From an optimization exercise on the open Yosys and OpenROAD flow, aimed at small area, a short achievable clock period and few clock cycles per item; shortcuts taken in it are not production practice. Where RTL was checked, it was by simulation tests only, not by an equivalence proof against the original.

Setup of job 8229:
// aes_encrypt_core
module aes_encrypt_core (
    input  wire         clk,
    input  wire         rst,         
    input  wire         start,
    input  wire         key_256,     
    input  wire [255:0] key,
    input  wire [127:0] block_in,
    output wire         ready,
    output wire         done,
    output wire [127:0] block_out
);
    reg [127:0] m1;          
    reg [127:0] ka1;         
    reg [127:0] kb1;         
    reg [7:0]   rcon1;       
    reg [3:0]   rnd1;
    reg         mode1;       
    reg         rot1;        
    reg         v1;          
    reg [223:0] d2;          
    reg [55:0]  kc2;         
    reg [127:0] ka2;
    reg [127:0] kb2;
    reg [7:0]   rcon2;       
    reg [7:0]   rcon_n2;     
    reg [3:0]   rnd2;
    reg         mode2;
    reg         last2;       
    reg         v2;
    reg [255:0] d3;          
    reg [63:0]  kc3;         
    reg [127:0] ka3;
    reg [127:0] kb3;
    reg [7:0]   rcon3;
    reg [7:0]   rcon_n3;
    reg [3:0]   rnd3;
    reg         mode3;
    reg         last3;
    reg         v3;
    reg [127:0] result;
    reg         done_q;
    reg         ready_q;
    wire ld     = !v3 || last3;
    wire accept = start && ready_q;
    function [7:0] xtime;
        input [7:0] b;
        begin
  ...
Size in the first run: ~7700 cells after synthesis.
export LEC_CHECK = 0
export CAP_MARGIN = 20
export CORE_MARGIN = 2
export CORE_UTILIZATION = 50
export CTS_BUF_LIST = sky130_fd_sc_hd__clkbuf_16
export CTS_CLUSTER_DIAMETER = 80
export CTS_CLUSTER_SIZE = 20
export PLACE_DENSITY = 0.6
export SETUP_SLACK_MARGIN = 3.2
export SLEW_MARGIN = 20
export SYNTH_HIERARCHICAL = 1
export SYNTH_MINIMUM_KEEP_SIZE = 0
create_clock -name core_clock -period 6.0 [get_ports {clk}]
standard.sh (not shown) runs the stock make flow with config.mk's settings and CLKGATE_MAP_FILE= SYNTH_SCRIPT=/design/flow/synth_recipe.tcl, a recipe that flattens the netlist after the stock synthesis.
==> flow/flow/run.sh <==
#!/bin/bash
# The standard layout (standard.sh, unchanged synthesis), with the input and
# output port buffers made from the smallest buffer cell.
set -euo pipefail
export BUFFER_PORTS_ARGS="-buffer_cell sky130_fd_sc_hd__buf_1"
bash standard.sh > standard.log 2>&1
Job 8229 reached the end of the flow, and the finished layout is clean on the timing, design-rule and antenna checks.
Testbench counts of job 8229, summed over its fixed seeds: cycles 30,968, items 2,400.
Edits applied to the flow inputs when going from job 8229 to job 1801:
Settings: a change of CTS_CLUSTER_SIZE from 20 to 30; a change of SETUP_SLACK_MARGIN from 3.2 to 3.3; a change of CTS_CLUSTER_DIAMETER from 80 to 100.
[summary]
Job 1801 closes out successfully: all stages finished, all timing, DRC and antenna checks passed.
Diff job 8229 -> job 1801: hold slack went up by 13 ps.
In the reports for job 1801 and job 8229, the smaller flip-flop and latch share of the layout cell area belongs to job 8229.
Taking job 8229 as the reference, in job 1801 count of cell instances traversed by the critical path dropped 6; total detailed-routing wirelength went down; number of placement rows has remained practically unchanged.
sky130_fd_sc_hd__dfxtp_4 as the cell with the largest stage delay on the worst path was reported by job 8229, and sky130_fd_sc_hd__o21ai_0 by job 1801.
Relative to job 1801, the following input files were edited for job 2128:
Settings: ABC_AREA: unset -> 1; CTS_CLUSTER_SIZE: 30 -> 20; CTS_CLUSTER_DIAMETER: 100 -> 80.
Results
Status | job 1801 and job 2128 | clean
Higher cell area after placement was reported by job 2128, not job 1801.
Job 2128 vs job 1801, slowest cell on the critical path: sky130_fd_sc_hd__dfxtp_2 vs sky130_fd_sc_hd__o21ai_0
Summary of job 2128 over job 1801: number of resized instances in the post-cts repair step went up by about 400%, via count went up by about 110%.

---

rev 12:
aes_encrypt_core, a different RTL version from the one above (not shown whole).
Size: ~6900 cells after synthesis, ~1200 flip-flops, about 520 I/O pins.
Settings: LEC_CHECK=0, CAP_MARGIN=20, CORE_MARGIN=2, CORE_UTILIZATION=50, PLACE_DENSITY=0.6, SETUP_SLACK_MARGIN=2.3, SLEW_MARGIN=20, SYNTH_HIERARCHICAL=1, SYNTH_MINIMUM_KEEP_SIZE=0; clock period 6.0 ns.
run.sh (not shown) runs the stock make flow with config.mk's settings and CLKGATE_MAP_FILE= SYNTH_SCRIPT=/design/flow/synth_recipe.tcl, a recipe that flattens the netlist after the stock synthesis.
Stock flow here: none of the scripts above is used.
Relative to rev 12, the following input files were edited for rev 13:
Settings: swapping 2.3 for 2.5 in SETUP_SLACK_MARGIN; swapping 50 for 65 in CORE_UTILIZATION; swapping 0.6 for 0.75 in PLACE_DENSITY.
[summary]
Inserted tap cell count down about 23% in rev 13 wrt rev 12
Side by side, minimum clock period turned out lower in rev 13 than in rev 12.
Between rev 13 and rev 12, it is rev 13 whose tightest hold margin is higher, by 0.015 ns.
Rev 12 → rev 13: utilization moved up, antenna diode count higher, setup slack after layout rose 0.16 ns, final period utilization shrank by 2.7 points, number of cells in the finished layout apart from fillers shows a reduction of about 4%.
Rev 13 — clock skew 0.027 ns lower, rev 12 as reference
Rev 13 -> rev 12: clock transition at the registers of the reported paths flat
Function was not checked in any run of this note: the RTL went through the layout flow alone.

---

aes_encrypt_core, a different RTL version from the one above (not shown whole).
Size in the first run: ~6,700 cells after synthesis, about 1,100 flip-flops, ~520 I/O pins, ~0.062 mm^2 of cells after synthesis.
export LEC_CHECK = 0
export CAP_MARGIN = 20
export CORE_MARGIN = 2
export CORE_UTILIZATION = 50
export CTS_BUF_LIST = sky130_fd_sc_hd__clkbuf_8
export CTS_CLUSTER_SIZE = 30
export PLACE_DENSITY = 0.6
export SETUP_SLACK_MARGIN = 2.5
export SLEW_MARGIN = 20
export SYNTH_HIERARCHICAL = 1
export SYNTH_MINIMUM_KEEP_SIZE = 0
create_clock -name core_clock -period 6.0 [get_ports {clk}]
Testbench counts at the start, summed over its fixed seeds: cycles 29,754, items 2,400.
Edit:
==> flow/flow/run.sh (new file) <==
#!/bin/bash
# The standard layout (standard.sh, unchanged synthesis), with the input and
# output port buffers made from the smallest buffer cell.
set -euo pipefail
export BUFFER_PORTS_ARGS="-buffer_cell sky130_fd_sc_hd__buf_1"
bash standard.sh > standard.log 2>&1
==> flow/standard.sh (new file) <==
#!/bin/bash
# synth_recipe.tcl (not shown) runs the flow's synth.tcl, then flattens the netlist and writes it again
# the make line also repeats each setting of config.mk as NAME=value (left out here)
make -C /OpenROAD-flow-scripts/flow DESIGN_CONFIG=/design/flow/config.mk WORK_HOME=/design/flow/orfs CLKGATE_MAP_FILE= SYNTH_SCRIPT=/design/flow/synth_recipe.tcl "${@:-finish}"
removed: flow/run.sh
Result:
- The new run ran to the end with no violations
- area after synthesis is unchanged
- final area shrinks by about 5%
- wire length shrinks by 1.7%
- utilization shrinks by 3.0 points
- global-route usage shrinks by 0.54 points
- worst setup slack gets better by 0.013 ns
- die area is unchanged
- fmax grows by about 0.37%
- final cell count hardly moves
Edit:
- CORE_UTILIZATION: 50 -> 65
- PLACE_DENSITY: 0.6 -> 0.75
After rerunning: Global-route usage goes up by 6.5 points; worst hold slack gets worse by 0.0096 ns; worst setup slack gets worse by 0.051 ns; die area goes down by 23%; cell area goes down by 0.73%; final cell count goes down by 4.8%; synthesized area does not change; core utilization goes up by 16 points; fmax goes down by 1.4%.

---

job 5910:
RTL: one of the versions met above, not the one the previous note started from.
For scale: ~6900 cells after synthesis, roughly 1200 flip-flops, ~520 I/O pins, roughly 65000 sq um of cells after synthesis.
clock: 6.0 ns
lec_check: 0
cap_margin: 20
core_margin: 2
core_utilization: 50
place_density: 0.6
slew_margin: 20
synth_hierarchical: 1
synth_minimum_keep_size: 0
Stock flow here: none of the scripts above is used.
--- input diff job 5910..job 2699 ---
# job 5910
export LEC_CHECK = 0
export CAP_MARGIN = 20
export CORE_MARGIN = 2
export CORE_UTILIZATION = 50
export PLACE_DENSITY = 0.6
export SLEW_MARGIN = 20
export SYNTH_HIERARCHICAL = 1
export SYNTH_MINIMUM_KEEP_SIZE = 0
create_clock -name core_clock -period 6.0 [get_ports {clk}]
# job 2699
export LEC_CHECK = 0
export CAP_MARGIN = 20
export CORE_MARGIN = 2
export CORE_UTILIZATION = 50
export PLACE_DENSITY = 0.6
export SETUP_SLACK_MARGIN = 3.0
export SLEW_MARGIN = 20
export SYNTH_HIERARCHICAL = 1
export SYNTH_MINIMUM_KEEP_SIZE = 0
create_clock -name core_clock -period 6.0 [get_ports {clk}]
--- outcome ---
Job 2699 ends up with higher cell area than job 5910 does. Re global-route congestion overflow total: no difference whatsoever between job 2699 and job 5910. On shortest clock period the worst path allows after layout, the higher figure sits with job 5910, not job 2699. Hold slack essentially unchanged between job 5910 and job 2699. As far as well tap count goes, job 5910 and job 2699 are indistinguishable; the numbers are identical.
No functional check of the RTL was part of any run of this note.

---

aes_encrypt_core with an RTL version that a note above also has.
Size: roughly 7700 cells after synthesis, about 1700 flip-flops, ~520 I/O pins, about 76000 µm² of cells after synthesis.
==> flow/config.mk <==
export PLATFORM = sky130hd
export DESIGN_NAME = aes_encrypt_core
export DESIGN_NICKNAME = aes_encrypt_core
export VERILOG_FILES = /design/flow/design.v
export SDC_FILE = /design/flow/constraint.sdc
export NUM_CORES = 4
export LEC_CHECK = 0
export CAP_MARGIN = 20
export CORE_MARGIN = 2
export CORE_UTILIZATION = 50
export CTS_BUF_LIST = sky130_fd_sc_hd__clkbuf_8
export CTS_CLUSTER_SIZE = 30
export PLACE_DENSITY = 0.6
export SETUP_SLACK_MARGIN = 3.3
export SLEW_MARGIN = 20
export SYNTH_HIERARCHICAL = 1
export SYNTH_MINIMUM_KEEP_SIZE = 0
==> flow/constraint.sdc <==
create_clock -name core_clock -period 6.0 [get_ports {clk}]
set_input_delay 1.2000 -clock core_clock [delete_from_list [all_inputs] [get_ports {clk}]]
set_output_delay 1.2000 -clock core_clock [all_outputs]
set_load 0.01 [all_outputs]
standard.sh (not shown) runs the stock make flow with config.mk's settings and CLKGATE_MAP_FILE= SYNTH_SCRIPT=/design/flow/synth_recipe.tcl, a recipe that flattens the netlist after the stock synthesis.
==> flow/flow/run.sh <==
#!/bin/bash
# The standard layout (standard.sh, unchanged synthesis), with the input and
# output port buffers made from the smallest buffer cell.
set -euo pipefail
export BUFFER_PORTS_ARGS="-buffer_cell sky130_fd_sc_hd__buf_1"
bash standard.sh > standard.log 2>&1
Testbench counts at the start, summed over its fixed seeds: cycles 30,968, items 2,400.
Next try:
- CORE_UTILIZATION: 50 -> 60
- CTS_BUF_LIST: sky130_fd_sc_hd__clkbuf_8 -> sky130_fd_sc_hd__clkbuf_16
- CTS_CLUSTER_DIAMETER: unset -> 80
- CTS_CLUSTER_SIZE: 30 -> 20
- PLACE_DENSITY: 0.6 -> 0.7
Worst hold slack gains 50 ps.
Maximum frequency goes down by 0.36%.
Design area goes down by about 5.6%.
Clock skew goes down by 51 ps.
Critical path depth is unchanged.
Routed wire length goes down by 6.2%.
Register-to-register slack hardly moves.
First-iteration DRC count goes up by about 11%.
Next try:
- CORE_UTILIZATION: 60 -> 50
- CTS_BUF_LIST: sky130_fd_sc_hd__clkbuf_16 -> sky130_fd_sc_hd__clkbuf_8
- CTS_CLUSTER_DIAMETER: 80 -> unset
- CTS_CLUSTER_SIZE: 20 -> 30
- PLACE_DENSITY: 0.7 -> 0.6
- SETUP_SLACK_MARGIN: 3.3 -> 3.5
Clock skew grows by 60 ps.
Global-route usage shrinks by 2.6 points.
Design area grows by 10%.
Sequential share of layout area shrinks by 3.8 points.
Synthesized cell count does not change.
Count of clock-buffer cells in the layout grows by 273.
Setup slack is worse by 32 ps.
Next try:
==> flow/flow/run.sh (replaced) <==
#!/bin/bash
# The standard layout (standard.sh, unchanged synthesis), with the input and
# output port buffers made from the smallest buffer cell, and a clock tree
# without dummy balancing loads.
set -euo pipefail
export BUFFER_PORTS_ARGS="-buffer_cell sky130_fd_sc_hd__buf_1"
export CTS_ARGS="-sink_clustering_enable -repair_clock_nets -sink_clustering_size 20 -sink_clustering_max_diameter 80 -buf_list sky130_fd_sc_hd__clkbuf_16 -dont_use_dummy_load"
bash standard.sh > standard.log 2>&1
- CTS_BUF_LIST: sky130_fd_sc_hd__clkbuf_8 -> sky130_fd_sc_hd__clkbuf_16
- CTS_CLUSTER_DIAMETER: unset -> 80
- CTS_CLUSTER_SIZE: 30 -> 20
- SETUP_SLACK_MARGIN: 3.5 -> 3.3
Outcome: The changed run completed with no timing, DRC or antenna violations; worst setup slack gains 51 ps; design area decreases by 8.5%; via count goes down by 4.9%; register-to-register slack is worse by 50 ps; clock-buffer cell count shrinks by 272; die area does not change; final cell count came out lower by 4.9%; critical path depth went up by 5.
Next try:
==> flow/flow/run.sh (replaced) <==
#!/bin/bash
# The standard layout (standard.sh, unchanged synthesis), with the input and
# output port buffers made from the smallest buffer cell.
set -euo pipefail
export BUFFER_PORTS_ARGS="-buffer_cell sky130_fd_sc_hd__buf_1"
bash standard.sh > standard.log 2>&1
- CTS_BUF_LIST: sky130_fd_sc_hd__clkbuf_16 -> sky130_fd_sc_hd__clkbuf_8
- CTS_CLUSTER_DIAMETER: 80 -> 60
- CTS_CLUSTER_SIZE: 20 -> 15
Outcome: The new run finished with timing, DRC and antenna clean; design area rises by 0.61%; maximum frequency falls by about 0.33%; core utilization rises by 0.31 points; wire length rises by 0.38%; worst setup slack loses 8.9 ps; die area stays the same; critical path depth rises by 4.
Next try:
- CTS_BUF_LIST: sky130_fd_sc_hd__clkbuf_8 -> sky130_fd_sc_hd__clkbuf_16
- CTS_CLUSTER_DIAMETER: 60 -> 80
- CTS_CLUSTER_SIZE: 15 -> 20
Effect:
- worst hold slack stays flat
- routed wire length is about the same
- sequential share of layout area barely changes
- count of clock-buffer cells in the layout shrinks by 55

port drivers added, routing unchanged:
The results above use ideal ports. As a check the final layouts listed here were re-extracted and re-timed, cells and wires unchanged. Step 1, drivers: a clkbuf_16 drives clk and a buf_2 each remaining input, both assumed. Step 2 adds t to the input delays and takes it off the output delays; t is the mean of the earliest and latest rising clock arrival at the registers after step 1. Input paths then give back, and output paths get back, about the clock's delay inside the block. Three values: no drivers, after step 1, after step 2; two values: the first two.
run | t, ns | setup WS [ns] | hold slack, ns | worst setup path at the end | clock arrival spread, ns
job 8229 | 0.807 | 3.271 / 3.219 / 3.271 | 0.309 / 0.309 / 0.309 | register to register | 0.040 / 0.041
job 1801 | 0.786 | 3.323 / 3.323 / 3.323 | 0.321 / 0.321 / 0.321 | register to register | 0.037 / 0.037
job 2128 | 0.886 | 3.351 / 3.259 / 3.418 | 0.315 / 0.315 / 0.315 | register to register | 0.051 / 0.050
rev 12 | 0.833 | 2.386 / 2.386 / 2.386 | 0.306 / 0.306 / 0.306 | register to register | 0.047 / 0.047
rev 13 | 0.780 | 2.550 / 2.550 / 2.550 | 0.321 / 0.321 / 0.321 | register to register | 0.021 / 0.021
the first run of note 3 | 0.941 | 2.431 / 2.431 / 2.431 | 0.318 / 0.318 / 0.318 | register to register | 0.032 / 0.032
the second run of note 3 | 0.967 | 2.444 / 2.444 / 2.444 | 0.319 / 0.319 / 0.319 | register to register | 0.044 / 0.044
the third run of note 3 | 0.929 | 2.393 / 2.393 / 2.393 | 0.310 / 0.310 / 0.310 | register to register | 0.068 / 0.067
job 5910 | 0.832 | 1.471 / 1.471 / 1.471 | 0.312 / 0.312 / 0.312 | register to register | 0.044 / 0.044
job 2699 | 0.823 | 2.581 / 2.581 / 2.581 | 0.314 / 0.314 / 0.314 | register to register | 0.031 / 0.031
the first run of note 5 | 1.051 | 3.313 / 3.242 / 3.313 | 0.275 / 0.275 / 0.275 | register to register | 0.078 / 0.078
the second run of note 5 | 0.770 | 3.303 / 3.303 / 3.303 | 0.325 / 0.325 / 0.325 | register to register | 0.028 / 0.027
the third run of note 5 | 1.054 | 3.271 / 3.196 / 3.374 | 0.285 / 0.285 / 0.285 | register to register | 0.107 / 0.107
the fourth run of note 5 | 0.794 | 3.322 / 3.322 / 3.322 | 0.287 / 0.287 / 0.287 | register to register | 0.076 / 0.077
the fifth run of note 5 | 0.986 | 3.314 / 3.308 / 3.314 | 0.311 / 0.311 / 0.311 | register to register | 0.054 / 0.053
the sixth run of note 5 | 0.815 | 3.328 / 3.328 / 3.328 | 0.310 / 0.310 / 0.310 | register to register | 0.035 / 0.036
After both steps setup and hold are still met in every run listed.
